This is an optimization exercise on Yosys and OpenROAD, whose aim is small area, a short achievable clock period and few clock cycles per item, not a production implementation.
Only simulation tests tie the RTL to the original design; equivalence was not proved.
Power figures rest on the tool's default switching activity, not on a simulated workload.

<file path="flow/run.sh">
#!/bin/bash
# Layout flow: the standard ORFS flow, with these changes:
#  - Yosys's synth skips its generic ABC pass (SYNTH_ARGS=-noabc), so that
#    the adder extraction sees the carry-save trees as written;
#  - the port buffers are sky130_fd_sc_hd__buf_1 cells instead of the
#    delay cells buffer_ports picks on its own.
set -euo pipefail
rm -rf scripts_mod
cp -r "$FLOW_HOME/scripts" scripts_mod
cp flow/abc_area.script scripts_mod/abc_area.script
export SCRIPTS_DIR="$PWD/scripts_mod"
export SYNTH_ARGS="-noabc"
export BUFFER_PORTS_ARGS="-buffer_cell sky130_fd_sc_hd__buf_1"
bash standard.sh > standard.log 2>&1
</file>
<file path="flow/abc_area.script">
strash
dch -f
map -a
topo
</file>
<file path="standard.sh">
#!/bin/bash
# synth_recipe.tcl (not shown) runs the flow's synth.tcl, then flattens the netlist and writes it again
# the make line also repeats each setting of config.mk as NAME=value (left out here)
make -C /OpenROAD-flow-scripts/flow DESIGN_CONFIG=/design/flow/config.mk WORK_HOME=/design/flow/orfs CLKGATE_MAP_FILE= SYNTH_SCRIPT=/design/flow/synth_recipe.tcl "${@:-finish}"
</file>
<file path="config.mk">
export PLATFORM = sky130hd
export DESIGN_NAME = kh_addr_decode
export DESIGN_NICKNAME = kh_addr_decode
export VERILOG_FILES = /design/flow/design.v
export SDC_FILE = /design/flow/constraint.sdc
export NUM_CORES = 4
export LEC_CHECK = 0
export ABC_AREA = 1
export CAP_MARGIN = 50
export CORE_MARGIN = 2
export CORE_UTILIZATION = 60
export CTS_BUF_LIST = sky130_fd_sc_hd__clkbuf_8
export CTS_CLUSTER_DIAMETER = 80
export CTS_CLUSTER_SIZE = 16
export PLACE_DENSITY = 0.75
export SLEW_MARGIN = 50
</file>
<file path="constraint.sdc">
create_clock -name core_clock -period 105.0 [get_ports {clk}]
set_input_delay 21.0000 -clock core_clock [delete_from_list [all_inputs] [get_ports {clk}]]
set_output_delay 21.0000 -clock core_clock [all_outputs]
set_load 0.01 [all_outputs]
</file>
<file path="design.v">
module kh_addr_decode (
    input  wire        clk,
    input  wire        rst,           
    input  wire        cfg_we,
    input  wire [3:0]  cfg_idx,
    input  wire [63:0] cfg_wdata,
    input  wire        in_valid,
    output reg         in_ready,
    input  wire [51:0] in_addr,
    output reg         out_valid,
    input  wire        out_ready,
    output reg  [6:0]  out_slice,
    output reg  [12:0] out_sf_set,
    output reg  [7:0]  out_hlc_set,
    output reg  [9:0]  out_pred,
    output reg         out_hit,
    output reg  [3:0]  out_region,
    output reg  [3:0]  out_port
);
    function [3:0] mod9_6;
        input [5:0] i;
        begin
            case (i)
                6'd0: mod9_6 = 4'd0;
                6'd1: mod9_6 = 4'd1;
                6'd2: mod9_6 = 4'd2;
                6'd3: mod9_6 = 4'd3;
                6'd4: mod9_6 = 4'd4;
                6'd5: mod9_6 = 4'd5;
                6'd6: mod9_6 = 4'd6;
                6'd7: mod9_6 = 4'd7;
                6'd8: mod9_6 = 4'd8;
                6'd9: mod9_6 = 4'd0;
                6'd10: mod9_6 = 4'd1;
                6'd11: mod9_6 = 4'd2;
                6'd12: mod9_6 = 4'd3;
                6'd13: mod9_6 = 4'd4;
                6'd14: mod9_6 = 4'd5;
                6'd15: mod9_6 = 4'd6;
                6'd16: mod9_6 = 4'd7;
                6'd17: mod9_6 = 4'd8;
                6'd18: mod9_6 = 4'd0;
                6'd19: mod9_6 = 4'd1;
                6'd20: mod9_6 = 4'd2;
                6'd21: mod9_6 = 4'd3;
                6'd22: mod9_6 = 4'd4;
                6'd23: mod9_6 = 4'd5;
                6'd24: mod9_6 = 4'd6;
                6'd25: mod9_6 = 4'd7;
                6'd26: mod9_6 = 4'd8;
                6'd27: mod9_6 = 4'd0;
                6'd28: mod9_6 = 4'd1;
                6'd29: mod9_6 = 4'd2;
                6'd30: mod9_6 = 4'd3;
                6'd31: mod9_6 = 4'd4;
                6'd32: mod9_6 = 4'd5;
                6'd33: mod9_6 = 4'd6;
                6'd34: mod9_6 = 4'd7;
                6'd35: mod9_6 = 4'd8;
                6'd36: mod9_6 = 4'd0;
                6'd37: mod9_6 = 4'd1;
                6'd38: mod9_6 = 4'd2;
                6'd39: mod9_6 = 4'd3;
                6'd40: mod9_6 = 4'd4;
                6'd41: mod9_6 = 4'd5;
                6'd42: mod9_6 = 4'd6;
                6'd43: mod9_6 = 4'd7;
                6'd44: mod9_6 = 4'd8;
                6'd45: mod9_6 = 4'd0;
                6'd46: mod9_6 = 4'd1;
                6'd47: mod9_6 = 4'd2;
                6'd48: mod9_6 = 4'd3;
                6'd49: mod9_6 = 4'd4;
                6'd50: mod9_6 = 4'd5;
                6'd51: mod9_6 = 4'd6;
                6'd52: mod9_6 = 4'd7;
                6'd53: mod9_6 = 4'd8;
                6'd54: mod9_6 = 4'd0;
                6'd55: mod9_6 = 4'd1;
                6'd56: mod9_6 = 4'd2;
                6'd57: mod9_6 = 4'd3;
                6'd58: mod9_6 = 4'd4;
                6'd59: mod9_6 = 4'd5;
                6'd60: mod9_6 = 4'd6;
                6'd61: mod9_6 = 4'd7;
                6'd62: mod9_6 = 4'd8;
                6'd63: mod9_6 = 4'd0;
                default: mod9_6 = 4'd0;
            endcase
        end
    endfunction
    function [2:0] mod7_6;
        input [5:0] i;
        begin
            case (i)
                6'd0: mod7_6 = 3'd0;
                6'd1: mod7_6 = 3'd1;
                6'd2: mod7_6 = 3'd2;
                6'd3: mod7_6 = 3'd3;
                6'd4: mod7_6 = 3'd4;
                6'd5: mod7_6 = 3'd5;
                6'd6: mod7_6 = 3'd6;
                6'd7: mod7_6 = 3'd0;
                6'd8: mod7_6 = 3'd1;
                6'd9: mod7_6 = 3'd2;
                6'd10: mod7_6 = 3'd3;
                6'd11: mod7_6 = 3'd4;
                6'd12: mod7_6 = 3'd5;
                6'd13: mod7_6 = 3'd6;
                6'd14: mod7_6 = 3'd0;
                6'd15: mod7_6 = 3'd1;
                6'd16: mod7_6 = 3'd2;
                6'd17: mod7_6 = 3'd3;
                6'd18: mod7_6 = 3'd4;
                6'd19: mod7_6 = 3'd5;
                6'd20: mod7_6 = 3'd6;
                6'd21: mod7_6 = 3'd0;
                6'd22: mod7_6 = 3'd1;
                6'd23: mod7_6 = 3'd2;
                6'd24: mod7_6 = 3'd3;
                6'd25: mod7_6 = 3'd4;
                6'd26: mod7_6 = 3'd5;
                6'd27: mod7_6 = 3'd6;
                6'd28: mod7_6 = 3'd0;
                6'd29: mod7_6 = 3'd1;
                6'd30: mod7_6 = 3'd2;
                6'd31: mod7_6 = 3'd3;
                6'd32: mod7_6 = 3'd4;
                6'd33: mod7_6 = 3'd5;
                6'd34: mod7_6 = 3'd6;
                6'd35: mod7_6 = 3'd0;
                6'd36: mod7_6 = 3'd1;
                6'd37: mod7_6 = 3'd2;
                6'd38: mod7_6 = 3'd3;
                6'd39: mod7_6 = 3'd4;
                6'd40: mod7_6 = 3'd5;
                6'd41: mod7_6 = 3'd6;
                6'd42: mod7_6 = 3'd0;
                6'd43: mod7_6 = 3'd1;
                6'd44: mod7_6 = 3'd2;
                6'd45: mod7_6 = 3'd3;
                6'd46: mod7_6 = 3'd4;
                6'd47: mod7_6 = 3'd5;
                6'd48: mod7_6 = 3'd6;
                6'd49: mod7_6 = 3'd0;
                6'd50: mod7_6 = 3'd1;
                6'd51: mod7_6 = 3'd2;
                6'd52: mod7_6 = 3'd3;
                6'd53: mod7_6 = 3'd4;
                6'd54: mod7_6 = 3'd5;
                6'd55: mod7_6 = 3'd6;
                6'd56: mod7_6 = 3'd0;
                6'd57: mod7_6 = 3'd1;
                6'd58: mod7_6 = 3'd2;
                6'd59: mod7_6 = 3'd3;
                6'd60: mod7_6 = 3'd4;
                6'd61: mod7_6 = 3'd5;
                6'd62: mod7_6 = 3'd6;
                6'd63: mod7_6 = 3'd0;
                default: mod7_6 = 3'd0;
            endcase
        end
    endfunction
    function [2:0] mod5_4;
        input [3:0] i;
        begin
            case (i)
                4'd0: mod5_4 = 3'd0;
                4'd1: mod5_4 = 3'd1;
                4'd2: mod5_4 = 3'd2;
                4'd3: mod5_4 = 3'd3;
                4'd4: mod5_4 = 3'd4;
                4'd5: mod5_4 = 3'd0;
                4'd6: mod5_4 = 3'd1;
                4'd7: mod5_4 = 3'd2;
                4'd8: mod5_4 = 3'd3;
                4'd9: mod5_4 = 3'd4;
                4'd10: mod5_4 = 3'd0;
                4'd11: mod5_4 = 3'd1;
                4'd12: mod5_4 = 3'd2;
                4'd13: mod5_4 = 3'd3;
                4'd14: mod5_4 = 3'd4;
                4'd15: mod5_4 = 3'd0;
                default: mod5_4 = 3'd0;
            endcase
        end
    endfunction
    function [3:0] mod11_6;
        input [5:0] i;
        begin
            case (i)
                6'd0: mod11_6 = 4'd2;
                6'd1: mod11_6 = 4'd3;
                6'd2: mod11_6 = 4'd4;
                6'd3: mod11_6 = 4'd5;
                6'd4: mod11_6 = 4'd6;
                6'd5: mod11_6 = 4'd7;
                6'd6: mod11_6 = 4'd8;
                6'd7: mod11_6 = 4'd9;
                6'd8: mod11_6 = 4'd10;
                6'd9: mod11_6 = 4'd0;
                6'd10: mod11_6 = 4'd1;
                6'd11: mod11_6 = 4'd2;
                6'd12: mod11_6 = 4'd3;
                6'd13: mod11_6 = 4'd4;
                6'd14: mod11_6 = 4'd5;
                6'd15: mod11_6 = 4'd6;
                6'd16: mod11_6 = 4'd7;
                6'd17: mod11_6 = 4'd8;
                6'd18: mod11_6 = 4'd9;
                6'd19: mod11_6 = 4'd10;
                6'd20: mod11_6 = 4'd0;
                6'd21: mod11_6 = 4'd1;
                6'd22: mod11_6 = 4'd2;
                6'd23: mod11_6 = 4'd3;
                6'd24: mod11_6 = 4'd4;
                6'd25: mod11_6 = 4'd5;
                6'd26: mod11_6 = 4'd6;
                6'd27: mod11_6 = 4'd7;
                6'd28: mod11_6 = 4'd8;
                6'd29: mod11_6 = 4'd9;
                6'd30: mod11_6 = 4'd10;
                6'd31: mod11_6 = 4'd0;
                6'd32: mod11_6 = 4'd1;
                6'd33: mod11_6 = 4'd2;
                6'd34: mod11_6 = 4'd3;
                6'd35: mod11_6 = 4'd4;
                6'd36: mod11_6 = 4'd5;
                6'd37: mod11_6 = 4'd6;
                6'd38: mod11_6 = 4'd7;
                6'd39: mod11_6 = 4'd8;
                6'd40: mod11_6 = 4'd9;
                6'd41: mod11_6 = 4'd10;
                6'd42: mod11_6 = 4'd0;
                6'd43: mod11_6 = 4'd1;
                6'd44: mod11_6 = 4'd2;
                6'd45: mod11_6 = 4'd3;
                6'd46: mod11_6 = 4'd4;
                6'd47: mod11_6 = 4'd5;
                6'd48: mod11_6 = 4'd6;
                6'd49: mod11_6 = 4'd7;
                6'd50: mod11_6 = 4'd8;
                6'd51: mod11_6 = 4'd9;
                6'd52: mod11_6 = 4'd10;
                6'd53: mod11_6 = 4'd0;
                6'd54: mod11_6 = 4'd1;
                6'd55: mod11_6 = 4'd2;
                6'd56: mod11_6 = 4'd3;
                6'd57: mod11_6 = 4'd4;
                6'd58: mod11_6 = 4'd5;
                6'd59: mod11_6 = 4'd6;
                6'd60: mod11_6 = 4'd7;
                6'd61: mod11_6 = 4'd8;
                6'd62: mod11_6 = 4'd9;
                6'd63: mod11_6 = 4'd10;
                default: mod11_6 = 4'd0;
            endcase
        end
    endfunction
    reg [21:0] rgn_nbase [0:15];
    reg [21:0] rgn_limit [0:15];
    reg [11:0] rgn_mask  [0:15];
    reg [1:0]  rgn_gran  [0:15];
    reg [15:0] rgn_ok;
    wire w_ok = cfg_wdata[63] & (|cfg_wdata[55:44]);
    genvar g;
    generate
        for (g = 0; g < 16; g = g + 1) begin : g_rgn
            wire sel = cfg_we && cfg_idx == g;
            always @(posedge clk) begin
                if (sel) begin
                    rgn_nbase[g] <= ~cfg_wdata[21:0];
                    rgn_limit[g] <= cfg_wdata[43:22];
                    rgn_mask[g]  <= cfg_wdata[55:44];
                    rgn_gran[g]  <= cfg_wdata[57:56];
                end
            end
            always @(posedge clk) begin
                if (rst)
                    rgn_ok[g] <= 1'b0;
                else if (sel)
                    rgn_ok[g] <= w_ok;
            end
        end
    endgenerate
    reg [51:6] a_r;
    reg        a_v;
    reg        s_v;
    wire in_fire  = in_valid && in_ready;
    wire out_take = !out_valid || out_ready;
    wire a_used   = a_v && !s_v;
    always @(posedge clk)
        if (in_fire) a_r <= in_addr[51:6];
    wire [51:6] a = a_r;
    wire [6:0] slice_c = a[12:6] ^ a[19:13] ^ a[26:20] ^ a[33:27]
                       ^ a[40:34] ^ a[47:41] ^ {3'b000, a[51:48]};
    wire [12:0] sf_set_c = a[25:13] ^ a[38:26] ^ a[51:39];
    wire [7:0] hlc_set_c = a[20:13] ^ a[28:21] ^ a[36:29] ^ a[44:37]
                         ^ {1'b0, a[51:45]};
    wire [9:0] pred_c = a[15:6] ^ a[25:16] ^ a[35:26] ^ a[45:36]
                      ^ {4'b0000, a[51:46]};
    wire [21:0] gib  = a[51:30];
    wire [21:0] ngib = ~gib;
    wire [15:0] hit_v;
    generate
        for (g = 0; g < 16; g = g + 1) begin : g_cmp
            wire [22:0] cb;    
            wire [22:0] cl;    
            assign cb[0] = 1'b1;
            assign cl[0] = 1'b1;
            genvar i;
            for (i = 0; i < 22; i = i + 1) begin : g_bit
                assign cb[i+1] = (gib[i] & rgn_nbase[g][i]) | (cb[i] & (gib[i] | rgn_nbase[g][i]));
                assign cl[i+1] = (rgn_limit[g][i] & ngib[i]) | (cl[i] & (rgn_limit[g][i] | ngib[i]));
            end
            assign hit_v[g] = rgn_ok[g] & cb[22] & cl[22];
        end
    endgenerate
    wire [15:0] pf1 = hit_v | {hit_v[14:0], 1'b0};
    wire [15:0] pf2 = pf1 | {pf1[13:0], 2'b0};
    wire [15:0] pf4 = pf2 | {pf2[11:0], 4'b0};
    wire [15:0] pf8 = pf4 | {pf4[7:0], 8'b0};
    wire [15:0] first = hit_v & ~{pf8[14:0], 1'b0};
    reg [11:0] mask_s;
    reg [1:0]  gran_s;
    reg [3:0]  region_s;
    integer r;
    always @(*) begin
        mask_s   = 12'd0;
        gran_s   = 2'd0;
        region_s = 4'd0;
        for (r = 0; r < 16; r = r + 1) begin
            mask_s   = mask_s   | (rgn_mask[r] & {12{first[r]}});
            gran_s   = gran_s   | (rgn_gran[r] & {2{first[r]}});
            region_s = region_s | (r[3:0] & {4{first[r]}});
        end
    end
    wire hit_s = pf8[15];
    wire [20:8] ym;
    assign ym[11:8]  = a[11:8]  & {4{gran_s == 2'd0}};
    assign ym[15:12] = a[15:12] & {4{gran_s[1] == 1'b0}};
    assign ym[20:16] = a[20:16] & {5{gran_s != 2'd3}};
    wire f12_s1;
    wire f12_c2;
    wire f12_s3;
    wire f12_c4;
    wire f12_s5;
    wire f12_c6;
    wire f12_s7;
    wire f12_c8;
    wire f12_s9;
    wire f12_c10;
    wire f12_s11;
    wire f12_c12;
    wire f12_s13;
    wire f12_c14;
    wire f12_s15;
    wire f12_c16;
    wire f12_s17;
    wire f12_c18;
    wire f12_s19;
    wire f12_c20;
    wire f12_s21;
    wire f12_c22;
    wire f12_s23;
    wire f12_c24;
    wire f12_s25;
    wire f12_c26;
    wire f12_s27;
    wire f12_c28;
    wire f12_s29;
    wire f12_c30;
    wire f12_s31;
    wire f12_c32;
    wire f12_s33;
    wire f12_c34;
    wire f12_s35;
    wire f12_c36;
    wire f12_s37;
    wire f12_c38;
    wire f12_s39;
    wire f12_c40;
    wire f12_s41;
    wire f12_c42;
    wire f12_s43;
    wire f12_c44;
    wire f12_s45;
    wire f12_c46;
    wire f12_s47;
    wire f12_c48;
    wire f6_s49;
    wire f6_c50;
    wire f6_s51;
    wire f6_c52;
    wire f6_s53;
    wire f6_c54;
    wire f6_s55;
    wire f6_c56;
    wire f6_s57;
    wire f6_c58;
    wire f6_s59;
    wire f6_c60;
    wire f6_s61;
    wire f6_c62;
    wire f6_s63;
    wire f6_c64;
    wire f6_s65;
    wire f6_c66;
    wire f6_s67;
    wire f6_c68;
    wire f6_s69;
    wire f6_c70;
    wire f6_s71;
    wire f6_c72;
    wire [6:0] r6_v73;
    wire r6_hs74;
    wire r6_hc75;
    wire r6_s76;
    wire r6_c77;
    wire r6_hs78;
    wire r6_hc79;
    wire r6_hs80;
    wire r6_hc81;
    wire f4_s82;
    wire f4_c83;
    wire f4_s84;
    wire f4_c85;
    wire f4_s86;
    wire f4_c87;
    wire f4_s88;
    wire f4_c89;
    wire f4_s90;
    wire f4_c91;
    wire f4_s92;
    wire f4_c93;
    wire f4_s94;
    wire f4_c95;
    wire f4_s96;
    wire f4_c97;
    wire f4_s98;
    wire f4_c99;
    wire f4_s100;
    wire f4_c101;
    wire f4_s102;
    wire f4_c103;
    wire f4_s104;
    wire f4_c105;
    wire [4:0] r4_v106;
    wire r4_hs107;
    wire r4_hc108;
    wire r4_s109;
    wire r4_c110;
    wire r4_s111;
    wire r4_c112;
    wire r4_s113;
    wire r4_c114;
    wire f10_s115;
    wire f10_c116;
    wire f10_s117;
    wire f10_c118;
    wire f10_s119;
    wire f10_c120;
    wire f10_s121;
    wire f10_c122;
    wire f10_s123;
    wire f10_c124;
    wire f10_s125;
    wire f10_c126;
    wire f10_s127;
    wire f10_c128;
    wire f10_s129;
    wire f10_c130;
    wire f10_s131;
    wire f10_c132;
    wire f10_s133;
    wire f10_c134;
    wire f10_s135;
    wire f10_c136;
    wire f10_s137;
    wire f10_c138;
    wire f10_s139;
    wire f10_c140;
    wire f10_s141;
    wire f10_c142;
    wire f10_s143;
    wire f10_c144;
    wire f10_s145;
    wire f10_c146;
    wire f10_s147;
    wire f10_c148;
    wire f10_s149;
    wire f10_c150;
    wire f10_s151;
    wire f10_c152;
    wire f10_s153;
    wire f10_c154;
    wire f10_s155;
    wire f10_c156;
    wire f10_s157;
    wire f10_c158;
    wire f10_s159;
    wire f10_c160;
    wire f10_s161;
    wire f10_c162;
    wire f10_s163;
    wire f10_c164;
    wire f10_s165;
    wire f10_c166;
    wire f10_s167;
    wire f10_c168;
    wire f10_s169;
    wire f10_c170;
    wire f10_s171;
    wire f10_c172;
    wire f10_s173;
    wire f10_c174;
    wire [10:0] r10_v175;
    wire r10_hs176;
    wire r10_hc177;
    wire r10_s178;
    wire r10_c179;
    wire r10_hs180;
    wire r10_hc181;
    wire r10_hs182;
    wire r10_hc183;
    wire r10_hs184;
    wire r10_hc185;
    wire r10_hs186;
    wire r10_hc187;
    wire r10_hs188;
    wire r10_hc189;
    wire r10_hs190;
    wire r10_hc191;
    wire r10_s192;
    wire r10_c193;
    wire r10_s194;
    wire r10_c195;
    assign f12_s1 = a[24] ^ a[36] ^ a[48];
    assign f12_c2 = (a[24] & a[36]) | (a[24] & a[48]) | (a[36] & a[48]);
    assign f12_s3 = a[25] ^ a[37] ^ a[49];
    assign f12_c4 = (a[25] & a[37]) | (a[25] & a[49]) | (a[37] & a[49]);
    assign f12_s5 = a[26] ^ a[38] ^ a[50];
    assign f12_c6 = (a[26] & a[38]) | (a[26] & a[50]) | (a[38] & a[50]);
    assign f12_s7 = a[27] ^ a[39] ^ a[51];
    assign f12_c8 = (a[27] & a[39]) | (a[27] & a[51]) | (a[39] & a[51]);
    assign f12_s9 = a[21] ^ a[33] ^ a[45];
    assign f12_c10 = (a[21] & a[33]) | (a[21] & a[45]) | (a[33] & a[45]);
    assign f12_s11 = a[22] ^ a[34] ^ a[46];
    assign f12_c12 = (a[22] & a[34]) | (a[22] & a[46]) | (a[34] & a[46]);
    assign f12_s13 = a[23] ^ a[35] ^ a[47];
    assign f12_c14 = (a[23] & a[35]) | (a[23] & a[47]) | (a[35] & a[47]);
    assign f12_s15 = a[28] ^ a[40] ^ f12_c8;
    assign f12_c16 = (a[28] & a[40]) | (a[28] & f12_c8) | (a[40] & f12_c8);
    assign f12_s17 = a[29] ^ a[41] ^ f12_c16;
    assign f12_c18 = (a[29] & a[41]) | (a[29] & f12_c16) | (a[41] & f12_c16);
    assign f12_s19 = a[30] ^ a[42] ^ f12_c18;
    assign f12_c20 = (a[30] & a[42]) | (a[30] & f12_c18) | (a[42] & f12_c18);
    assign f12_s21 = a[31] ^ a[43] ^ f12_c20;
    assign f12_c22 = (a[31] & a[43]) | (a[31] & f12_c20) | (a[43] & f12_c20);
    assign f12_s23 = a[32] ^ a[44] ^ f12_c22;
    assign f12_c24 = (a[32] & a[44]) | (a[32] & f12_c22) | (a[44] & f12_c22);
    assign f12_s25 = f12_s1 ^ f12_c14 ^ ym[12];
    assign f12_c26 = (f12_s1 & f12_c14) | (f12_s1 & ym[12]) | (f12_c14 & ym[12]);
    assign f12_s27 = f12_c2 ^ f12_s3 ^ ym[13];
    assign f12_c28 = (f12_c2 & f12_s3) | (f12_c2 & ym[13]) | (f12_s3 & ym[13]);
    assign f12_s29 = f12_c4 ^ f12_s5 ^ ym[14];
    assign f12_c30 = (f12_c4 & f12_s5) | (f12_c4 & ym[14]) | (f12_s5 & ym[14]);
    assign f12_s31 = f12_c6 ^ f12_s7 ^ ym[15];
    assign f12_c32 = (f12_c6 & f12_s7) | (f12_c6 & ym[15]) | (f12_s7 & ym[15]);
    assign f12_s33 = f12_s23 ^ ym[8] ^ ym[20];
    assign f12_c34 = (f12_s23 & ym[8]) | (f12_s23 & ym[20]) | (ym[8] & ym[20]);
    assign f12_s35 = f12_s9 ^ f12_c24 ^ ym[9];
    assign f12_c36 = (f12_s9 & f12_c24) | (f12_s9 & ym[9]) | (f12_c24 & ym[9]);
    assign f12_s37 = f12_c10 ^ f12_s11 ^ ym[10];
    assign f12_c38 = (f12_c10 & f12_s11) | (f12_c10 & ym[10]) | (f12_s11 & ym[10]);
    assign f12_s39 = f12_c12 ^ f12_s13 ^ ym[11];
    assign f12_c40 = (f12_c12 & f12_s13) | (f12_c12 & ym[11]) | (f12_s13 & ym[11]);
    assign f12_s41 = f12_s15 ^ ym[16] ^ f12_c32;
    assign f12_c42 = (f12_s15 & ym[16]) | (f12_s15 & f12_c32) | (ym[16] & f12_c32);
    assign f12_s43 = f12_s17 ^ ym[17] ^ f12_c42;
    assign f12_c44 = (f12_s17 & ym[17]) | (f12_s17 & f12_c42) | (ym[17] & f12_c42);
    assign f12_s45 = f12_s19 ^ ym[18] ^ f12_c44;
    assign f12_c46 = (f12_s19 & ym[18]) | (f12_s19 & f12_c44) | (ym[18] & f12_c44);
    assign f12_s47 = f12_s21 ^ ym[19] ^ f12_c46;
    assign f12_c48 = (f12_s21 & ym[19]) | (f12_s21 & f12_c46) | (ym[19] & f12_c46);
    assign f6_s49 = f12_c28 ^ f12_s29 ^ f12_s33;
    assign f6_c50 = (f12_c28 & f12_s29) | (f12_c28 & f12_s33) | (f12_s29 & f12_s33);
    assign f6_s51 = f12_c30 ^ f12_s31 ^ f12_c34;
    assign f6_c52 = (f12_c30 & f12_s31) | (f12_c30 & f12_c34) | (f12_s31 & f12_c34);
    assign f6_s53 = f12_s35 ^ f6_c50 ^ f6_s51;
    assign f6_c54 = (f12_s35 & f6_c50) | (f12_s35 & f6_s51) | (f6_c50 & f6_s51);
    assign f6_s55 = f12_c36 ^ f12_s37 ^ f12_s41;
    assign f6_c56 = (f12_c36 & f12_s37) | (f12_c36 & f12_s41) | (f12_s37 & f12_s41);
    assign f6_s57 = f6_c52 ^ f6_c54 ^ f6_s55;
    assign f6_c58 = (f6_c52 & f6_c54) | (f6_c52 & f6_s55) | (f6_c54 & f6_s55);
    assign f6_s59 = f12_c38 ^ f12_s39 ^ f12_s43;
    assign f6_c60 = (f12_c38 & f12_s39) | (f12_c38 & f12_s43) | (f12_s39 & f12_s43);
    assign f6_s61 = f12_s25 ^ f12_c40 ^ f12_s45;
    assign f6_c62 = (f12_s25 & f12_c40) | (f12_s25 & f12_s45) | (f12_c40 & f12_s45);
    assign f6_s63 = f6_c56 ^ f6_c58 ^ f6_s59;
    assign f6_c64 = (f6_c56 & f6_c58) | (f6_c56 & f6_s59) | (f6_c58 & f6_s59);
    assign f6_s65 = f6_c60 ^ f6_s61 ^ f6_c64;
    assign f6_c66 = (f6_c60 & f6_s61) | (f6_c60 & f6_c64) | (f6_s61 & f6_c64);
    assign f6_s67 = f12_c26 ^ f12_s27 ^ f12_s47;
    assign f6_c68 = (f12_c26 & f12_s27) | (f12_c26 & f12_s47) | (f12_s27 & f12_s47);
    assign f6_s69 = f6_c62 ^ f6_c66 ^ f6_s67;
    assign f6_c70 = (f6_c62 & f6_c66) | (f6_c62 & f6_s67) | (f6_c66 & f6_s67);
    assign f6_s71 = f6_s49 ^ f12_c48 ^ f6_c68;
    assign f6_c72 = (f6_s49 & f12_c48) | (f6_s49 & f6_c68) | (f12_c48 & f6_c68);
    assign r6_v73[0] = f6_s65;
    assign r6_v73[1] = f6_s69;
    assign r6_hs74 = f6_c70 ^ f6_s71;
    assign r6_hc75 = f6_c70 & f6_s71;
    assign r6_v73[2] = r6_hs74;
    assign r6_s76 = f6_s53 ^ f6_c72 ^ r6_hc75;
    assign r6_c77 = (f6_s53 & f6_c72) | (f6_s53 & r6_hc75) | (f6_c72 & r6_hc75);
    assign r6_v73[3] = r6_s76;
    assign r6_hs78 = f6_s57 ^ r6_c77;
    assign r6_hc79 = f6_s57 & r6_c77;
    assign r6_v73[4] = r6_hs78;
    assign r6_hs80 = f6_s63 ^ r6_hc79;
    assign r6_hc81 = f6_s63 & r6_hc79;
    assign r6_v73[5] = r6_hs80;
    assign r6_v73[6] = r6_hc81;
    assign f4_s82 = f12_s25 ^ f12_c40 ^ f12_s33;
    assign f4_c83 = (f12_s25 & f12_c40) | (f12_s25 & f12_s33) | (f12_c40 & f12_s33);
    assign f4_s84 = f12_c26 ^ f12_s27 ^ f12_c34;
    assign f4_c85 = (f12_c26 & f12_s27) | (f12_c26 & f12_c34) | (f12_s27 & f12_c34);
    assign f4_s86 = f12_c28 ^ f12_s29 ^ f12_c36;
    assign f4_c87 = (f12_c28 & f12_s29) | (f12_c28 & f12_c36) | (f12_s29 & f12_c36);
    assign f4_s88 = f12_c30 ^ f12_s31 ^ f12_c38;
    assign f4_c89 = (f12_c30 & f12_s31) | (f12_c30 & f12_c38) | (f12_s31 & f12_c38);
    assign f4_s90 = f12_s41 ^ f4_s82 ^ f4_c89;
    assign f4_c91 = (f12_s41 & f4_s82) | (f12_s41 & f4_c89) | (f4_s82 & f4_c89);
    assign f4_s92 = f12_s35 ^ f4_c83 ^ f4_s84;
    assign f4_c93 = (f12_s35 & f4_c83) | (f12_s35 & f4_s84) | (f4_c83 & f4_s84);
    assign f4_s94 = f12_s37 ^ f4_c85 ^ f4_s86;
    assign f4_c95 = (f12_s37 & f4_c85) | (f12_s37 & f4_s86) | (f4_c85 & f4_s86);
    assign f4_s96 = f12_s39 ^ f4_c87 ^ f4_s88;
    assign f4_c97 = (f12_s39 & f4_c87) | (f12_s39 & f4_s88) | (f4_c87 & f4_s88);
    assign f4_s98 = f12_s43 ^ f4_c91 ^ f4_s92;
    assign f4_c99 = (f12_s43 & f4_c91) | (f12_s43 & f4_s92) | (f4_c91 & f4_s92);
    assign f4_s100 = f4_c93 ^ f4_s94 ^ f12_s45;
    assign f4_c101 = (f4_c93 & f4_s94) | (f4_c93 & f12_s45) | (f4_s94 & f12_s45);
    assign f4_s102 = f4_s90 ^ f4_c97 ^ f12_c48;
    assign f4_c103 = (f4_s90 & f4_c97) | (f4_s90 & f12_c48) | (f4_c97 & f12_c48);
    assign f4_s104 = f4_c95 ^ f4_s96 ^ f12_s47;
    assign f4_c105 = (f4_c95 & f4_s96) | (f4_c95 & f12_s47) | (f4_s96 & f12_s47);
    assign r4_hs107 = f4_s102 ^ f4_c105;
    assign r4_hc108 = f4_s102 & f4_c105;
    assign r4_v106[0] = r4_hs107;
    assign r4_s109 = f4_s98 ^ f4_c103 ^ r4_hc108;
    assign r4_c110 = (f4_s98 & f4_c103) | (f4_s98 & r4_hc108) | (f4_c103 & r4_hc108);
    assign r4_v106[1] = r4_s109;
    assign r4_s111 = f4_c99 ^ f4_s100 ^ r4_c110;
    assign r4_c112 = (f4_c99 & f4_s100) | (f4_c99 & r4_c110) | (f4_s100 & r4_c110);
    assign r4_v106[2] = r4_s111;
    assign r4_s113 = f4_c101 ^ f4_s104 ^ r4_c112;
    assign r4_c114 = (f4_c101 & f4_s104) | (f4_c101 & r4_c112) | (f4_s104 & r4_c112);
    assign r4_v106[3] = r4_s113;
    assign r4_v106[4] = r4_c114;
    assign f10_s115 = a[30] ^ a[40] ^ a[50];
    assign f10_c116 = (a[30] & a[40]) | (a[30] & a[50]) | (a[40] & a[50]);
    assign f10_s117 = a[21] ^ a[31] ^ a[41];
    assign f10_c118 = (a[21] & a[31]) | (a[21] & a[41]) | (a[31] & a[41]);
    assign f10_s119 = a[22] ^ a[32] ^ a[42];
    assign f10_c120 = (a[22] & a[32]) | (a[22] & a[42]) | (a[32] & a[42]);
    assign f10_s121 = a[23] ^ a[33] ^ a[43];
    assign f10_c122 = (a[23] & a[33]) | (a[23] & a[43]) | (a[33] & a[43]);
    assign f10_s123 = a[24] ^ a[34] ^ a[44];
    assign f10_c124 = (a[24] & a[34]) | (a[24] & a[44]) | (a[34] & a[44]);
    assign f10_s125 = a[25] ^ a[35] ^ a[45];
    assign f10_c126 = (a[25] & a[35]) | (a[25] & a[45]) | (a[35] & a[45]);
    assign f10_s127 = a[26] ^ a[36] ^ a[46];
    assign f10_c128 = (a[26] & a[36]) | (a[26] & a[46]) | (a[36] & a[46]);
    assign f10_s129 = a[27] ^ a[37] ^ a[47];
    assign f10_c130 = (a[27] & a[37]) | (a[27] & a[47]) | (a[37] & a[47]);
    assign f10_s131 = a[28] ^ a[38] ^ a[48];
    assign f10_c132 = (a[28] & a[38]) | (a[28] & a[48]) | (a[38] & a[48]);
    assign f10_s133 = a[29] ^ a[39] ^ a[49];
    assign f10_c134 = (a[29] & a[39]) | (a[29] & a[49]) | (a[39] & a[49]);
    assign f10_s135 = a[51] ^ f10_c116 ^ f10_s117;
    assign f10_c136 = (a[51] & f10_c116) | (a[51] & f10_s117) | (f10_c116 & f10_s117);
    assign f10_s137 = f10_c118 ^ f10_s119 ^ f10_c136;
    assign f10_c138 = (f10_c118 & f10_s119) | (f10_c118 & f10_c136) | (f10_s119 & f10_c136);
    assign f10_s139 = f10_c120 ^ f10_s121 ^ f10_c138;
    assign f10_c140 = (f10_c120 & f10_s121) | (f10_c120 & f10_c138) | (f10_s121 & f10_c138);
    assign f10_s141 = f10_c122 ^ f10_s123 ^ f10_c140;
    assign f10_c142 = (f10_c122 & f10_s123) | (f10_c122 & f10_c140) | (f10_s123 & f10_c140);
    assign f10_s143 = f10_c124 ^ f10_s125 ^ f10_c142;
    assign f10_c144 = (f10_c124 & f10_s125) | (f10_c124 & f10_c142) | (f10_s125 & f10_c142);
    assign f10_s145 = f10_c126 ^ f10_s127 ^ f10_c144;
    assign f10_c146 = (f10_c126 & f10_s127) | (f10_c126 & f10_c144) | (f10_s127 & f10_c144);
    assign f10_s147 = f10_c128 ^ f10_s129 ^ f10_c146;
    assign f10_c148 = (f10_c128 & f10_s129) | (f10_c128 & f10_c146) | (f10_s129 & f10_c146);
    assign f10_s149 = f10_c130 ^ f10_s131 ^ f10_c148;
    assign f10_c150 = (f10_c130 & f10_s131) | (f10_c130 & f10_c148) | (f10_s131 & f10_c148);
    assign f10_s151 = f10_c132 ^ f10_s133 ^ f10_c150;
    assign f10_c152 = (f10_c132 & f10_s133) | (f10_c132 & f10_c150) | (f10_s133 & f10_c150);
    assign f10_s153 = f10_s115 ^ f10_c134 ^ ym[10];
    assign f10_c154 = (f10_s115 & f10_c134) | (f10_s115 & ym[10]) | (f10_c134 & ym[10]);
    assign f10_s155 = f10_s149 ^ ym[8] ^ ym[18];
    assign f10_c156 = (f10_s149 & ym[8]) | (f10_s149 & ym[18]) | (ym[8] & ym[18]);
    assign f10_s157 = ym[9] ^ ym[19] ^ f10_s151;
    assign f10_c158 = (ym[9] & ym[19]) | (ym[9] & f10_s151) | (ym[19] & f10_s151);
    assign f10_s159 = ym[20] ^ f10_c152 ^ f10_s153;
    assign f10_c160 = (ym[20] & f10_c152) | (ym[20] & f10_s153) | (f10_c152 & f10_s153);
    assign f10_s161 = f10_s135 ^ ym[11] ^ f10_c154;
    assign f10_c162 = (f10_s135 & ym[11]) | (f10_s135 & f10_c154) | (ym[11] & f10_c154);
    assign f10_s163 = f10_s137 ^ ym[12] ^ f10_c162;
    assign f10_c164 = (f10_s137 & ym[12]) | (f10_s137 & f10_c162) | (ym[12] & f10_c162);
    assign f10_s165 = f10_s139 ^ ym[13] ^ f10_c164;
    assign f10_c166 = (f10_s139 & ym[13]) | (f10_s139 & f10_c164) | (ym[13] & f10_c164);
    assign f10_s167 = f10_s141 ^ ym[14] ^ f10_c166;
    assign f10_c168 = (f10_s141 & ym[14]) | (f10_s141 & f10_c166) | (ym[14] & f10_c166);
    assign f10_s169 = f10_s143 ^ ym[15] ^ f10_c168;
    assign f10_c170 = (f10_s143 & ym[15]) | (f10_s143 & f10_c168) | (ym[15] & f10_c168);
    assign f10_s171 = f10_s145 ^ ym[16] ^ f10_c170;
    assign f10_c172 = (f10_s145 & ym[16]) | (f10_s145 & f10_c170) | (ym[16] & f10_c170);
    assign f10_s173 = f10_s147 ^ ym[17] ^ f10_c172;
    assign f10_c174 = (f10_s147 & ym[17]) | (f10_s147 & f10_c172) | (ym[17] & f10_c172);
    assign r10_hs176 = f10_c158 ^ f10_s159;
    assign r10_hc177 = f10_c158 & f10_s159;
    assign r10_v175[0] = r10_hs176;
    assign r10_s178 = f10_c160 ^ f10_s161 ^ r10_hc177;
    assign r10_c179 = (f10_c160 & f10_s161) | (f10_c160 & r10_hc177) | (f10_s161 & r10_hc177);
    assign r10_v175[1] = r10_s178;
    assign r10_hs180 = f10_s163 ^ r10_c179;
    assign r10_hc181 = f10_s163 & r10_c179;
    assign r10_v175[2] = r10_hs180;
    assign r10_hs182 = f10_s165 ^ r10_hc181;
    assign r10_hc183 = f10_s165 & r10_hc181;
    assign r10_v175[3] = r10_hs182;
    assign r10_hs184 = f10_s167 ^ r10_hc183;
    assign r10_hc185 = f10_s167 & r10_hc183;
    assign r10_v175[4] = r10_hs184;
    assign r10_hs186 = f10_s169 ^ r10_hc185;
    assign r10_hc187 = f10_s169 & r10_hc185;
    assign r10_v175[5] = r10_hs186;
    assign r10_hs188 = f10_s171 ^ r10_hc187;
    assign r10_hc189 = f10_s171 & r10_hc187;
    assign r10_v175[6] = r10_hs188;
    assign r10_hs190 = f10_s173 ^ r10_hc189;
    assign r10_hc191 = f10_s173 & r10_hc189;
    assign r10_v175[7] = r10_hs190;
    assign r10_s192 = f10_s155 ^ f10_c174 ^ r10_hc191;
    assign r10_c193 = (f10_s155 & f10_c174) | (f10_s155 & r10_hc191) | (f10_c174 & r10_hc191);
    assign r10_v175[8] = r10_s192;
    assign r10_s194 = f10_c156 ^ f10_s157 ^ r10_c193;
    assign r10_c195 = (f10_c156 & f10_s157) | (f10_c156 & r10_c193) | (f10_s157 & r10_c193);
    assign r10_v175[9] = r10_s194;
    assign r10_v175[10] = r10_c195;
    wire [5:0] t63   = r6_v73[5:0] + {5'd0, r6_v73[6]};
    wire [3:0] t15   = r4_v106[3:0] + {3'd0, r4_v106[4]};
    wire [9:0] t1023 = r10_v175[9:0] + {9'd0, r10_v175[10]};
    reg  [5:0] u63;
    reg  [3:0] u15;
    reg  [9:0] u1023;
    always @(*) begin
        case (gran_s)    
            2'd0: begin u63 = {t63[1:0], t63[5:2]}; u15 = t15;             u1023 = {t1023[7:0], t1023[9:8]}; end
            2'd1: begin u63 = t63;                  u15 = t15;             u1023 = {t1023[1:0], t1023[9:2]}; end
            2'd2: begin u63 = {t63[3:0], t63[5:4]}; u15 = t15;             u1023 = {t1023[5:0], t1023[9:6]}; end
            default: begin u63 = {t63[2:0], t63[5:3]}; u15 = {t15[0], t15[3:1]}; u1023 = {t1023[0], t1023[9:1]}; end
        endcase
    end
    wire [5:0] d11 = {1'b0, u1023[4:0]} + {1'b0, ~u1023[9:5]};
    wire [3:0] r9  = mod9_6(u63);
    wire [2:0] r7  = mod7_6(u63);
    wire [2:0] r5  = mod5_4(u15);
    wire [3:0] r11 = mod11_6(d11);
    reg  [2:0] r8;
    always @(*) begin
        case (gran_s)
            2'd0:    r8 = a[10:8];
            2'd1:    r8 = a[14:12];
            2'd2:    r8 = a[18:16];
            default: r8 = a[23:21];
        endcase
    end
    wire [1:0] r3 = (r9 >= 4'd6) ? r9 - 4'd6 : (r9 >= 4'd3) ? r9 - 4'd3 : r9;
    wire [1:0] q0 = mask_s[0] + mask_s[1] + mask_s[2];
    wire [1:0] q1 = mask_s[3] + mask_s[4] + mask_s[5];
    wire [1:0] q2 = mask_s[6] + mask_s[7] + mask_s[8];
    wire [1:0] q3 = mask_s[9] + mask_s[10] + mask_s[11];
    wire [2:0] h0 = q0 + q1;
    wire [2:0] h1 = q2 + q3;
    wire [3:0] nports = h0 + h1;
    reg [3:0] k_c;
    always @(*) begin
        case (nports)
            4'd2:    k_c = {3'd0, r8[0]};
            4'd3:    k_c = {2'd0, r3};
            4'd4:    k_c = {2'd0, r8[1:0]};
            4'd5:    k_c = {1'b0, r5};
            4'd6:    k_c = (r8[0] == r3[0]) ? {2'd0, r3} : {2'd0, r3} + 4'd3;
            4'd7:    k_c = {1'b0, r7};
            4'd8:    k_c = {1'b0, r8};
            4'd9:    k_c = r9;
            4'd10:   k_c = (r8[0] == r5[0]) ? {1'b0, r5} : {1'b0, r5} + 4'd5;
            4'd11:   k_c = r11;
            4'd12:   k_c = (r3 == 2'd0) ? ((r8[1:0] == 2'd0) ? 4'd0 : (r8[1:0] == 2'd1) ? 4'd9 :
                                           (r8[1:0] == 2'd2) ? 4'd6 : 4'd3) :
                       (r3 == 2'd1) ? ((r8[1:0] == 2'd0) ? 4'd4 : (r8[1:0] == 2'd1) ? 4'd1 :
                                           (r8[1:0] == 2'd2) ? 4'd10 : 4'd7) :
                                      ((r8[1:0] == 2'd0) ? 4'd8 : (r8[1:0] == 2'd1) ? 4'd5 :
                                           (r8[1:0] == 2'd2) ? 4'd2 : 4'd11);
            default: k_c = 4'd0;
        endcase
    end
    reg [3:0] below_n [0:11];
    integer j;
    always @(*) begin
        below_n[0] = 4'd0;
        for (j = 1; j < 12; j = j + 1)
            below_n[j] = below_n[j-1] + {3'd0, mask_s[j-1]};
    end
    reg [3:0] port_c;
    always @(*) begin
        port_c = 4'd0;
        for (j = 0; j < 12; j = j + 1)
            if (mask_s[j] && below_n[j] == k_c)
                port_c = port_c | j[3:0];
    end
    wire [46:0] res_c = {slice_c, sf_set_c, hlc_set_c, pred_c, hit_s, region_s, port_c};
    reg [46:0] skid;
    wire       s_next = !out_take && (s_v || a_v);
    wire       a_next = in_fire || (a_v && s_v);
    always @(posedge clk) begin
        if (rst) begin
            a_v       <= 1'b0;
            s_v       <= 1'b0;
            out_valid <= 1'b0;
            in_ready  <= 1'b1;
        end else begin
            a_v       <= a_next;
            s_v       <= s_next;
            if (out_take)
                out_valid <= s_v || a_v;
            in_ready  <= !(a_next && s_next);
        end
    end
    always @(posedge clk) begin
        if (!s_v)
            skid <= res_c;
    end
    always @(posedge clk) begin
        if (out_take)
            {out_slice, out_sf_set, out_hlc_set, out_pred, out_hit, out_region, out_port}
                <= s_v ? skid : res_c;
    end
endmodule
</file>
==> results of run 1 <==
## cells in the mapped netlist (6+ instances only)
library cell,instances
sky130_fd_sc_hd__xor2_1,82
sky130_fd_sc_hd__fa_1,95
sky130_fd_sc_hd__a211oi_1,9
sky130_fd_sc_hd__a21oi_1,187
sky130_fd_sc_hd__maj3_1,15
sky130_fd_sc_hd__nand3_1,62
sky130_fd_sc_hd__o211ai_1,15
sky130_fd_sc_hd__nor3_1,21
sky130_fd_sc_hd__a41oi_1,6
sky130_fd_sc_hd__or2_2,9
sky130_fd_sc_hd__ha_1,58
sky130_fd_sc_hd__a221o_2,7
sky130_fd_sc_hd__nand4_1,20
sky130_fd_sc_hd__o221ai_1,70
sky130_fd_sc_hd__xnor2_1,89
sky130_fd_sc_hd__o21a_1,6
sky130_fd_sc_hd__edfxtp_1,1021
sky130_fd_sc_hd__nor4_1,9
sky130_fd_sc_hd__dfxtp_1,67
sky130_fd_sc_hd__a31oi_1,12
sky130_fd_sc_hd__a22oi_1,150
sky130_fd_sc_hd__o21ai_0,202
sky130_fd_sc_hd__nor2_1,283
sky130_fd_sc_hd__o2111ai_1,7
sky130_fd_sc_hd__a221oi_1,194
sky130_fd_sc_hd__clkinv_1,160
sky130_fd_sc_hd__o22ai_1,255
sky130_fd_sc_hd__nand2_1,373
## placed cells by master, fill, tap and decap left out, types with 15 or more instances in the layout
cell                       count
sky130_fd_sc_hd__o221ai_1     70
sky130_fd_sc_hd__clkinv_1    154
sky130_fd_sc_hd__buf_2        17
sky130_fd_sc_hd__buf_4        64
sky130_fd_sc_hd__a21oi_1     187
sky130_fd_sc_hd__fa_1         95
sky130_fd_sc_hd__a22oi_1     150
sky130_fd_sc_hd__nor2_1      267
sky130_fd_sc_hd__xor2_1       82
sky130_fd_sc_hd__ha_1         58
sky130_fd_sc_hd__clkbuf_8     79
sky130_fd_sc_hd__buf_1       129
sky130_fd_sc_hd__clkbuf_2     16
sky130_fd_sc_hd__nor3_1       17
sky130_fd_sc_hd__o21ai_0     199
sky130_fd_sc_hd__nand2_1     372
sky130_fd_sc_hd__a221oi_1    194
sky130_fd_sc_hd__maj3_1       15
sky130_fd_sc_hd__o22ai_1     255
sky130_fd_sc_hd__nand3_1      62
sky130_fd_sc_hd__inv_1        34
sky130_fd_sc_hd__dfxtp_1      66
sky130_fd_sc_hd__xnor2_1      88
sky130_fd_sc_hd__nor2_4       16
sky130_fd_sc_hd__edfxtp_1   1021
sky130_fd_sc_hd__nand4_1      20
sky130_fd_sc_hd__o211ai_1     15
## metrics by stage
stage | total power, mW | hold slack, ns | setup WS [ns]
after floorplan | 1.14 | 0.431 | 80.80
after global placement | 1.32 | 0.443 | 81.79
after detailed placement | 1.33 | 0.454 | 81.73
after CTS | 1.53 | 0.479 | 82.52
after global routing | 1.67 | 0.504 | 82.60
final | 1.53 | 0.474 | 82.66
## cell type report
type,instances,area (um2),area share [%]
repair buffers,245,1380,2.66
clock inverters,42,221,0.426
clock buffers,79,1090,2.09
inverters,160,608,1.17
well taps,1050,1310,2.53
diodes,2,5.00,0.00963
multi-input cells,2272,15300,29.5
flip-flops and latches,1088,32000,61.6
## metal layers
metal,GRT usage (%),up-vias
met2,46.2,1483
met5,0,-
met1,38.6,16000
li1,-,14600
met3,3.71,177
met4,7.55,0
## how the worst min path moves through the flow
stage,depth (start not counted),to
2_1_floorplan,2,skid[10]$_DFF_P_
3_3_place_gp,2,skid[30]$_DFF_P_
3_5_place_dp,2,skid[9]$_DFF_P_
4_1_cts,2,skid[9]$_DFF_P_
5_1_grt,2,skid[32]$_DFF_P_
6_report,2,skid[9]$_DFF_P_
## registers in the layout, indices dropped and copies added (netlist names)
register	flops
rgn_limit	352
rgn_nbase	352
rgn_mask	192
skid	47
a_r	46
rgn_gran	32
rgn_ok	16
out_sf_set	13
out_pred	10
out_hlc_set	8
out_slice	7
out_port	4
out_region	4
a_v	1
in_ready	1
out_hit	1
out_valid	1
s_v	1
## power breakdown
part	internal, mW	total (mW)	switching [mW]
logic	0.289	0.831	0.542
clock network	0.0712	0.203	0.131
registers	0.493	0.500	0.00716
total	0.853	1.53	0.680
## tightest hold or removal path, stage by stage, from the launching register on
cell and delay, ns:
sky130_fd_sc_hd__dfxtp_1 0.32, sky130_fd_sc_hd__nand2_1 0.04, sky130_fd_sc_hd__o21ai_0 0.07
## cell families after synthesis
group | count (synthesis) | synth area share [%]
xor gates and xnor gates | 171 | 3.13
buffers and inverters | 160 | 1.26
adders and majority gates | 168 | 5.81
and+or+nand+nor | 786 | 6.66
DFF | 1088 | 67.0
AOI/OAI and AO/OA | 1147 | 16.2
==> key figures, run 1 <==
Run status
  • Status: complete, no violations

Yosys
  • Ys async rst share: 0%
  • Number of warnings printed during yosys synthesis: 6
  • Proportion of synthesized chip area in sequential cells: 67.0%
  • Nets in the synthesized netlist: 3,798
  • Post-Syn Instances: 3,520
  • Average cell area after synthesis: 13.6 um2
  • Primary flip-flop cell chosen by synthesis mapping: sky130_fd_sc_hd__edfxtp_1
  • Area leader, netlist: sky130_fd_sc_hd__edfxtp_1
  • Register bit total from synthesis: 1,088
  • Share of Yosys cell area claimed by the top area cell type: 64.2%
  • Top area cells in the synthesized netlist: sky130_fd_sc_hd__edfxtp_1, sky130_fd_sc_hd__fa_1, sky130_fd_sc_hd__a221oi_1
  • Total standard cell area after synthesis: 47,800 um2
  • Number of distinct library cells after synthesis: 43
  • Number of enable-type register cells in the synthesized netlist: 1,021

Critical path
  • Register-to-Register Setup Slack: 86.10 ns
  • Cell count of the worst reg-to-reg path: 82
  • End point of the critical path: out_slice[4]
  • Crit Path Category: reg2out
  • Data required time at the worst endpoint: 84.00 ns
  • Critical Path End Type: output pin
  • Worst Path Arrival: 1.34 ns
  • Launch instance of the worst register-to-register path: a_r[32]$_DFFE_PP_
  • Buffer and inverter count on the worst path: 1
  • Kind of start point of the critical path: flop
  • Cell family with most CP delay: flip-flops
  • Critical R2R Capture: out_port[3]$_DFFE_PP_
  • Start point of the critical path: out_slice[4]$_DFFE_PP_
  • Crit path cell chain: buf_1
  • Master of the slowest instance on the critical path: sky130_fd_sc_hd__edfxtp_1
  • Maximum fanout encountered on the critical timing path: 1
  • Worst stage delay on the critical path: 0.44 ns
  • Path length in cells of the critical path: 1

Floorplanning
  • Boundary Pins: 174
  • Die H: 286 um
  • Std cell rows: 103
  • Area inside the core boundary: 78,900 um2
  • Floorplan die area: 81,900 um2
  • Initial cell density of the core: 60.6%
  • Die X-Extent: 286 um

Worst hold path
  • Type of the worst min-delay path: reg2reg
  • Hold wc startpoint: skid[9]$_DFF_P_

Clocking
  • Post-CTS Setup Inserts: 0
  • Number of H-tree levels: 3
  • Root buf cell: sky130_fd_sc_hd__clkbuf_8
  • Clock transition time at the flip-flop clock pins of the worst setup and hold paths: 0.11 ns
  • Clock tree from TritonCTS: built
  • Total of cells resized after clock tree synthesis: 0
  • Count of clock tree sinks: 1,088
  • Clock latency reported for the late side of the worst-skew pair: 0.75 ns
  • Hold-fix buffers at CTS: 0
  • Num CTS Buffers: 78
  • Deepest clock path buffer count: 3

Placed design
  • Total cell area at the placement stage: 50,600 um2
  • Placer Congestion: 0.897
  • Hpwl dp: 72.8 mm
  • Count of buffers from port buffering: 162
  • Number of placed instances, taps included: 4,811

Detailed routing
  • Average vias per placed instance: 6.54
  • Total DRC errors in the routed layout: 0
  • DR iter-0 viols: 3,529
  • Wl on met1: 46.5 mm
  • Overall via count from detail_route: 32,300
  • Final routed wire length divided by cell count: 23.2 um
  • Routed wire length: 114 mm
  • Highest Signal Layer: met4
  • Antenna-violating nets left: 0
  • Met3 routed wirelength: 9.22 mm
  • Total length of routed met2 wires: 56.1 mm
  • First-pass iteration count of the detailed router: 6

Final layout
  • Fraction of layout instances using a drive strength above 1: 6.79%
  • Area overhead of the layout relative to synthesis: 8.74%
  • Net count reported at finish: 4,123
  • Number of inserted filler cells in the final layout: 5,725
  • Util after Layout: 65.9%
  • Number of standard cells in the layout, taps in and fillers out: 4,938
  • Post-route cell area: 52,000 um2

Power
  • Leak: 16.9 nW
  • Total power divided by cell area: 29.5 nW/um2
  • Maximum ir drop on the vdd rail: 77.5 uV

Global routing
  • Overall routing resource usage: 27.7%
  • Number of antenna violations at the first check in global routing: 2
  • Total overflow reported by the global router: 0
  • Wire length of the first global-routing pass: 174 mm
  • Largest net degree at the start of global routing: 83
  • Number of global-route vias before repair: 30,800

Timing
  • Max frequency: 44.8 MHz
  • Worst slew margin: 43.0%
  • Setup TNS: 0 ns
  • Final Critical Period: 22.34 ns
  • Setup repair after global routing missed its margin: false
  • Share of the cycle needed by the critical path after routing: 21.3%
  • Finish-stage setup viols: 0
  • Measured slew at the worst slew-check pin: 0.846 ns
  • Final number of max-transition violations: 0
  • Endpoints failing hold: 0
  • Clock tree skew after final layout: 0.0471 ns

Job
  • Max-cap viol count: 0
Testbench counts, summed over its fixed seeds: cycles 16,016, items 16,000.
==> inputs of run 2 (changes only) <==
--- a/config.mk
+++ b/config.mk
@@ -13,4 +13,3 @@
 export CTS_CLUSTER_DIAMETER = 80
 export CTS_CLUSTER_SIZE = 16
-export PLACE_DENSITY = 0.75
 export SLEW_MARGIN = 50
==> key figures, run 2 <==
Run status
  • Status: complete, no violations

Timing
  • Clock tree skew after final layout: 0.0502 ns (+0.00308 ns)
  • Worst slew margin: 52.1% (+9.1 points)
  • Final number of max-transition violations: 0 (unchanged)
  • Share of the cycle needed by the critical path after routing: 21.2% (-0.048 points)
  • Setup repair after global routing missed its margin: false
  • Setup TNS: 0 ns (unchanged)
  • Finish-stage setup viols: 0 (unchanged)
  • Endpoints failing hold: 0 (unchanged)
  • Worst Hold Margin: 0.475 ns (+0.00124 ns)
  • Final Critical Period: 22.29 ns (-0.0504 ns)
  • Max frequency: 44.9 MHz (+0.23%)
  • Measured slew at the worst slew-check pin: 0.718 ns (-0.128 ns)

Final layout
  • Most frequent cells in the layout: sky130_fd_sc_hd__edfxtp_1, sky130_fd_sc_hd__nand2_1, sky130_fd_sc_hd__nor2_1
  • Number of inserted filler cells in the final layout: 5,751 (+0.45%)
  • Most common cell after layout, fill and taps aside: sky130_fd_sc_hd__edfxtp_1
  • Area overhead of the layout relative to synthesis: 8.86%
  • Util after Layout: 65.9% (+0.074 points)
  • Largest registers ranked by flip-flop count: rgn_limit x352, rgn_nbase x352, rgn_mask x192
  • Net count reported at finish: 4,129 (+0.15%)
  • Fraction of layout instances using a drive strength above 1: 6.66% (-0.14 points)

Critical path
  • Crit path cell chain: buf_1
  • Maximum fanout encountered on the critical timing path: 1 (unchanged)
  • Cell family with most CP delay: flip-flops
  • Data required time at the worst endpoint: 84.00 ns (about the same)
  • Buffer and inverter count on the worst path: 1 (unchanged)
  • Crit Path Category: reg2out
  • Kind of start point of the critical path: flop
  • Path length in cells of the critical path: 1 (unchanged)
  • Cell count of the worst reg-to-reg path: 86 (+4.9%)
  • Worst stage delay on the critical path: 0.44 ns (about the same)
  • Critical Path End Type: output pin
  • Worst Path Arrival: 1.29 ns (-0.05 ns)
  • Master of the slowest instance on the critical path: sky130_fd_sc_hd__edfxtp_1

Global routing
  • Number of antenna violations at the first check in global routing: 4 (+2)
  • Overall routing resource usage: 29.1% (+1.4 points)
  • Number of global-route vias before repair: 32,100 (+4.1%)
  • GR Layer Usage met3: 3.77% (+0.056 points)
  • Wire length of the first global-routing pass: 182 mm (+4.9%)
  • Busiest layer in global routing: met2
  • Met1 demand-to-capacity share in global routing: 39.0% (+0.40 points)
  • Routing usage on met2: 50.6% (+4.3 points)
  • Largest net degree at the start of global routing: 79 (-4.8%)
  • Total overflow reported by the global router: 0 (unchanged)

Floorplanning
  • Area inside the core boundary: 78,900 um2 (unchanged)
  • Die H: 286 um (unchanged)
  • Die X-Extent: 286 um (unchanged)
  • Std cell rows: 103 (unchanged)
  • Initial cell density of the core: 60.6% (unchanged)
  • Boundary Pins: 174 (unchanged)
  • Floorplan die area: 81,900 um2 (unchanged)

Yosys
  • Post-synthesis adder-cell area fraction: 5.81% (unchanged)
  • Post-Syn Instances: 3,520 (unchanged)
  • Simple-gate portion of the synthesized area: 6.66% (unchanged)
  • Share of Yosys cell area claimed by the top area cell type: 64.2% (unchanged)
  • Post-synthesis share of cell area spent on xor and xnor gates: 3.13% (unchanged)
  • Nets in the synthesized netlist: 3,798 (unchanged)
  • Average cell area after synthesis: 13.6 um2 (unchanged)
  • Most frequent cell after synthesis: sky130_fd_sc_hd__edfxtp_1
  • Proportion of synthesized chip area in sequential cells: 67.0% (unchanged)
  • Dominant combinational cell family by area after synthesis: compound AO/OA/AOI/OAI gates
  • Register bit total from synthesis: 1,088 (unchanged)
  • Number of enable-type register cells in the synthesized netlist: 1,021 (unchanged)
  • Total standard cell area after synthesis: 47,800 um2 (unchanged)
  • Number of warnings printed during yosys synthesis: 6 (unchanged)
  • Post-synth top cells: sky130_fd_sc_hd__edfxtp_1, sky130_fd_sc_hd__nand2_1, sky130_fd_sc_hd__nor2_1, sky130_fd_sc_hd__o22ai_1, sky130_fd_sc_hd__o21ai_0
  • Area leader, netlist: sky130_fd_sc_hd__edfxtp_1
  • Ys async rst share: 0% (unchanged)
  • Primary flip-flop cell chosen by synthesis mapping: sky130_fd_sc_hd__edfxtp_1
  • Number of distinct library cells after synthesis: 43 (unchanged)
  • Top area cells in the synthesized netlist: sky130_fd_sc_hd__edfxtp_1, sky130_fd_sc_hd__fa_1, sky130_fd_sc_hd__a221oi_1
  • Mux cell area share after synthesis: 0% (unchanged)
  • Post-synthesis compound-gate area fraction: 16.2% (unchanged)

Clocking
  • Clock transition time at the flip-flop clock pins of the worst setup and hold paths: 0.10 ns (about the same)
  • Clock tree from TritonCTS: built
  • Count of clock tree sinks: 1,088 (unchanged)
  • Post-CTS Setup Inserts: 0 (unchanged)
  • Num CTS Buffers: 78 (unchanged)
  • Root buf cell: sky130_fd_sc_hd__clkbuf_8
  • Clock latency reported for the late side of the worst-skew pair: 0.73 ns (-0.02 ns)
  • Hold-fix buffers at CTS: 0 (unchanged)
  • Deepest clock path buffer count: 3 (unchanged)
  • Number of H-tree levels: 3 (unchanged)
  • Total of cells resized after clock tree synthesis: 0 (unchanged)

Detailed routing
  • Antenna-violating nets left: 0 (unchanged)
  • Total DRC errors in the routed layout: 0 (unchanged)
  • Final routed wire length divided by cell count: 24.2 um (+4.5%)
  • Routed wire length: 120 mm (+4.6%)
  • DR iter-0 viols: 3,143 (-11%)
  • Average vias per placed instance: 6.55 (about the same)
  • First-pass iteration count of the detailed router: 5 (-1)
  • Overall via count from detail_route: 32,400 (+0.22%)

Placed design
  • Placer Congestion: 0.890 (-0.74%)
  • Hpwl dp: 78.1 mm (+7.2%)
  • Count of buffers from port buffering: 162 (unchanged)

Worst hold path
  • Type of the worst min-delay path: reg2reg
  • Min-Delay Path Depth: 2 (unchanged)

Job
  • Max-cap viol count: 0 (unchanged)

Power
  • Leak: 16.9 nW (about the same)
  • Maximum ir drop on the vdd rail: 58.7 uV (-24%)
  • Total power divided by cell area: 30.2 nW/um2 (+2.4%)
  • Power consumption: 1.57 mW (+2.5%)
## run 2: layout make-up
class	count	area, um2	area share [%]
diodes	4	10.0	0.0192
clock buffers	79	1090	2.09
clock inverters	41	238	0.457
inverters	160	603	1.16
multi-input cells	2272	15400	29.5
flip-flops and latches	1088	32000	61.5
well taps	1050	1310	2.53
repair buffers	251	1400	2.69
## run 2: tightest hold or removal path: stages (launching register included)
cell and delay [ns]:
sky130_fd_sc_hd__dfxtp_1 0.32, sky130_fd_sc_hd__nand2_1 0.05, sky130_fd_sc_hd__o21ai_0 0.08
## run 2: logic make-up after synthesis
kind of cell / count (synthesis)
buf+inv: 160
xor+xnor: 171
fa+ha+maj: 168
flops: 1088
compound gates: 1147
simple gates: 786
## run 2: layer usage
layer / vias up / wire, um
li1: 14600 / -
met1: 16300 / 47900
met2: 1291 / 60900
met3: 167 / 8150
met4: 0 / 2810
met5: - / 0
## run 2: worst paths after layout
check	from	end	slack, ns
max reg2reg	a_r[32]$_DFFE_PP_	out_port[0]$_DFFE_PP_	84.96
min	skid[11]$_DFF_P_	skid[11]$_DFF_P_	0.48
max	out_hlc_set[6]$_DFFE_PP_	out_hlc_set[6]	82.71
min reg2reg	skid[11]$_DFF_P_	skid[11]$_DFF_P_	0.48
## run 2: through the flow
stage | instances | worst slack [ns] | instance area, um2
after floorplan | 3520 | 80.80 | 47800
after global placement | 4811 | 81.80 | 50400
after detailed placement | 4816 | 81.74 | 50600
after CTS | 4936 | 82.51 | 51900
after global routing | 4943 | 82.66 | 52000
final | 4945 | 82.71 | 52000
## run 2: power breakdown
part,total (mW),switching (mW),internal (mW)
sequential,0.500,0.00739,0.493
combinational,0.868,0.578,0.289
clock,0.204,0.130,0.0735
total,1.57,0.716,0.855
==> inputs of run 3 (changes only) <==
--- a/config.mk
+++ b/config.mk
@@ -10,6 +10,6 @@
 export CORE_MARGIN = 2
 export CORE_UTILIZATION = 60
-export CTS_BUF_LIST = sky130_fd_sc_hd__clkbuf_8
-export CTS_CLUSTER_DIAMETER = 80
-export CTS_CLUSTER_SIZE = 16
+export CTS_BUF_LIST = sky130_fd_sc_hd__clkbuf_4
+export CTS_CLUSTER_DIAMETER = 60
+export CTS_CLUSTER_SIZE = 10
 export SLEW_MARGIN = 50
==> key figures, run 3 <==
Floorplanning
  • Floorplan die area: 81,900 um2 (unchanged)
  • Die X-Extent: 286 um (unchanged)
  • Initial cell density of the core: 60.6% (unchanged)
  • Std cell rows: 103 (unchanged)
  • Die H: 286 um (unchanged)

Timing
  • Clock tree skew after final layout: 0.0965 ns (+0.0463 ns)
  • Max frequency: 44.4 MHz (-1.1%)
  • Setup TNS: 0 ns (unchanged)
  • Share of the cycle needed by the critical path after routing: 21.5% (+0.23 points)
  • Endpoints failing hold: 0 (unchanged)
  • Measured slew at the worst slew-check pin: 0.696 ns (-0.0224 ns)
  • Worst slew margin: 53.1% (+1.0 points)
  • Finish-stage setup viols: 0 (unchanged)
  • Final number of max-transition violations: 0 (unchanged)

Power
  • Power consumption: 1.58 mW (+0.60%)
  • Int Pwr: 0.858 mW (+0.30%)
  • Net switching power of the design: 0.723 mW (+0.95%)
  • Switching share of total power: 45.7% (+0.16 points)
  • Total power divided by cell area: 30.3 nW/um2 (+0.44%)
  • Leak: 17.0 nW (+0.33%)
  • Maximum ir drop on the vdd rail: 59.5 uV (+1.4%)

Final layout
  • Fraction of layout instances using a drive strength above 1: 8.95% (+2.3 points)
  • Largest registers ranked by flip-flop count: rgn_limit x352, rgn_nbase x352, rgn_mask x192
  • Net count reported at finish: 4,171 (+1.0%)
  • Number of inserted filler cells in the final layout: 5,807 (+0.97%)

Clocking
  • Clock transition time at the flip-flop clock pins of the worst setup and hold paths: 0.11 ns (about the same)
  • Root buf cell: sky130_fd_sc_hd__clkbuf_4
  • Hold-fix buffers at CTS: 0 (unchanged)
  • Num CTS Buffers: 120 (+54%)
  • Count of clock tree sinks: 1,088 (unchanged)
  • Total of cells resized after clock tree synthesis: 0 (unchanged)
  • Clock tree from TritonCTS: built
  • Post-CTS Setup Inserts: 0 (unchanged)

Critical path
  • Master of the slowest instance on the critical path: sky130_fd_sc_hd__edfxtp_1
  • Worst stage delay on the critical path: 0.44 ns (about the same)
  • Crit Path Category: reg2out
  • Cell family with most CP delay: flip-flops
  • Maximum fanout encountered on the critical timing path: 1 (unchanged)
  • Crit path cell chain: buf_1
  • Kind of start point of the critical path: flop
  • Worst Path Arrival: 1.53 ns (+0.24 ns)
  • Critical Path End Type: output pin

Yosys
  • Post-synth top cells: sky130_fd_sc_hd__edfxtp_1, sky130_fd_sc_hd__nand2_1, sky130_fd_sc_hd__nor2_1, sky130_fd_sc_hd__o22ai_1, sky130_fd_sc_hd__o21ai_0
  • Post-Syn Instances: 3,520 (unchanged)
  • Post-synthesis share of cell area spent on xor and xnor gates: 3.13% (unchanged)
  • Total standard cell area after synthesis: 47,800 um2 (unchanged)
  • Post-synthesis adder-cell area fraction: 5.81% (unchanged)
  • Proportion of synthesized chip area in sequential cells: 67.0% (unchanged)
  • Ys async rst share: 0% (unchanged)
  • Register bit total from synthesis: 1,088 (unchanged)
  • Area leader, netlist: sky130_fd_sc_hd__edfxtp_1
  • Nets in the synthesized netlist: 3,798 (unchanged)
  • Simple-gate portion of the synthesized area: 6.66% (unchanged)
  • Number of enable-type register cells in the synthesized netlist: 1,021 (unchanged)

Detailed routing
  • Overall via count from detail_route: 32,700 (+1.0%)
  • Antenna-violating nets left: 0 (unchanged)
  • Routed wire length: 121 mm (+0.71%)
  • First-pass iteration count of the detailed router: 8 (+3)
  • Average vias per placed instance: 6.53 (-0.31%)
  • DR iter-0 viols: 3,005 (-4.4%)
  • Final routed wire length divided by cell count: 24.1 um (-0.60%)

Global routing
  • Number of global-route vias before repair: 32,600 (+1.6%)
  • Number of antenna violations at the first check in global routing: 6 (+2)
  • Largest net degree at the start of global routing: 79 (unchanged)

Placed design
  • Total cell area at the placement stage: 50,600 um2 (unchanged)
  • Placer Congestion: 0.890 (unchanged)
  • Hpwl dp: 78.1 mm (unchanged)
  • Count of buffers from port buffering: 162 (unchanged)

Job
  • Max-cap viol count: 0 (unchanged)

Worst hold path
  • Type of the worst min-delay path: reg2reg

Run status
  • Status: complete, no violations
-- run 3: changes by cell type in the layout (fill, tap and decap cells not counted), sizes merged --
cell,change
inv,-32
clkinv,+3
clkbuf,+95
bufinv,-1
-- run 3: kinds of logic (layout without fill, tap and decap cells) --
logic type / Yosys count / after routing
compound gates: 1147 / 1147
xor+xnor: 171 / 171
fa+ha+maj: 168 / 168
buf+inv: 160 / 596
flops: 1088 / 1088
other cells: 0 / 4
simple gates: 786 / 786
-- run 3: path summary, 6_finish.rpt --
| check | startpoint | endpoint | slack (ns) | depth (start not counted) |
|---|---|---|---|---|
| worst max-delay path | out_hlc_set[6]$_DFFE_PP_ | out_hlc_set[6] | 82.47 | 1 |
| worst min register to register | skid[11]$_DFF_P_ | skid[11]$_DFF_P_ | 0.48 | 2 |
| worst max register to register | a_r[32]$_DFFE_PP_ | out_port[0]$_DFFE_PP_ | 85.09 | 86 |
| worst min-delay path | skid[11]$_DFF_P_ | skid[11]$_DFF_P_ | 0.48 | 2 |
-- run 3: power by group through the flow --
stage | sequential (mW) | clock, mW | combinational [mW]
2_1_floorplan | 0.514 | 0 | 0.623
3_3_place_gp | 0.510 | 0 | 0.816
3_5_place_dp | 0.510 | 0 | 0.845
4_1_cts | 0.500 | 0.215 | 0.850
5_1_grt | 0.502 | 0.230 | 0.972
6_report | 0.500 | 0.210 | 0.870
-- run 3: area by class of cell --
| class | count | area share (%) |
|---|---|---|
| multi-input cells | 2272 | 29.5 |
| inverters | 160 | 1.16 |
| repair buffers | 251 | 2.69 |
| well taps | 1050 | 2.52 |
| flip-flops and latches | 1088 | 61.4 |
| clock inverters | 11 | 0.197 |
| diodes | 4 | 0.0192 |
| clock buffers | 174 | 2.51 |
-- run 3: through the flow --
| step | hold WS, ns | std cells | worst slack, ns |
|---|---|---|---|
| 5_1_grt | 0.501 | 5008 | 82.38 |
| 6_report | 0.480 | 5010 | 82.47 |
| 4_1_cts | 0.485 | 5001 | 82.36 |
| 3_5_place_dp | 0.457 | 4816 | 81.74 |
| 2_1_floorplan | 0.431 | 3520 | 80.80 |
| 3_3_place_gp | 0.441 | 4811 | 81.80 |
-- run 3: routing by layer --
layer	up-vias	wire (um)	global-route usage [%]
met5	-	20	0
met4	4	3180	9.32
met3	216	8070	3.81
met2	1347	61300	50.9
met1	16300	48000	39.1
li1	14800	-	-

Setup slack of run 3, layout unchanged: 82.468 ns with ideal ports, 82.404 ns with driving cells assumed (clock clkbuf_16, inputs buf_2), 82.057 ns with port delays also shifted by the 1.052 ns mid clock arrival.
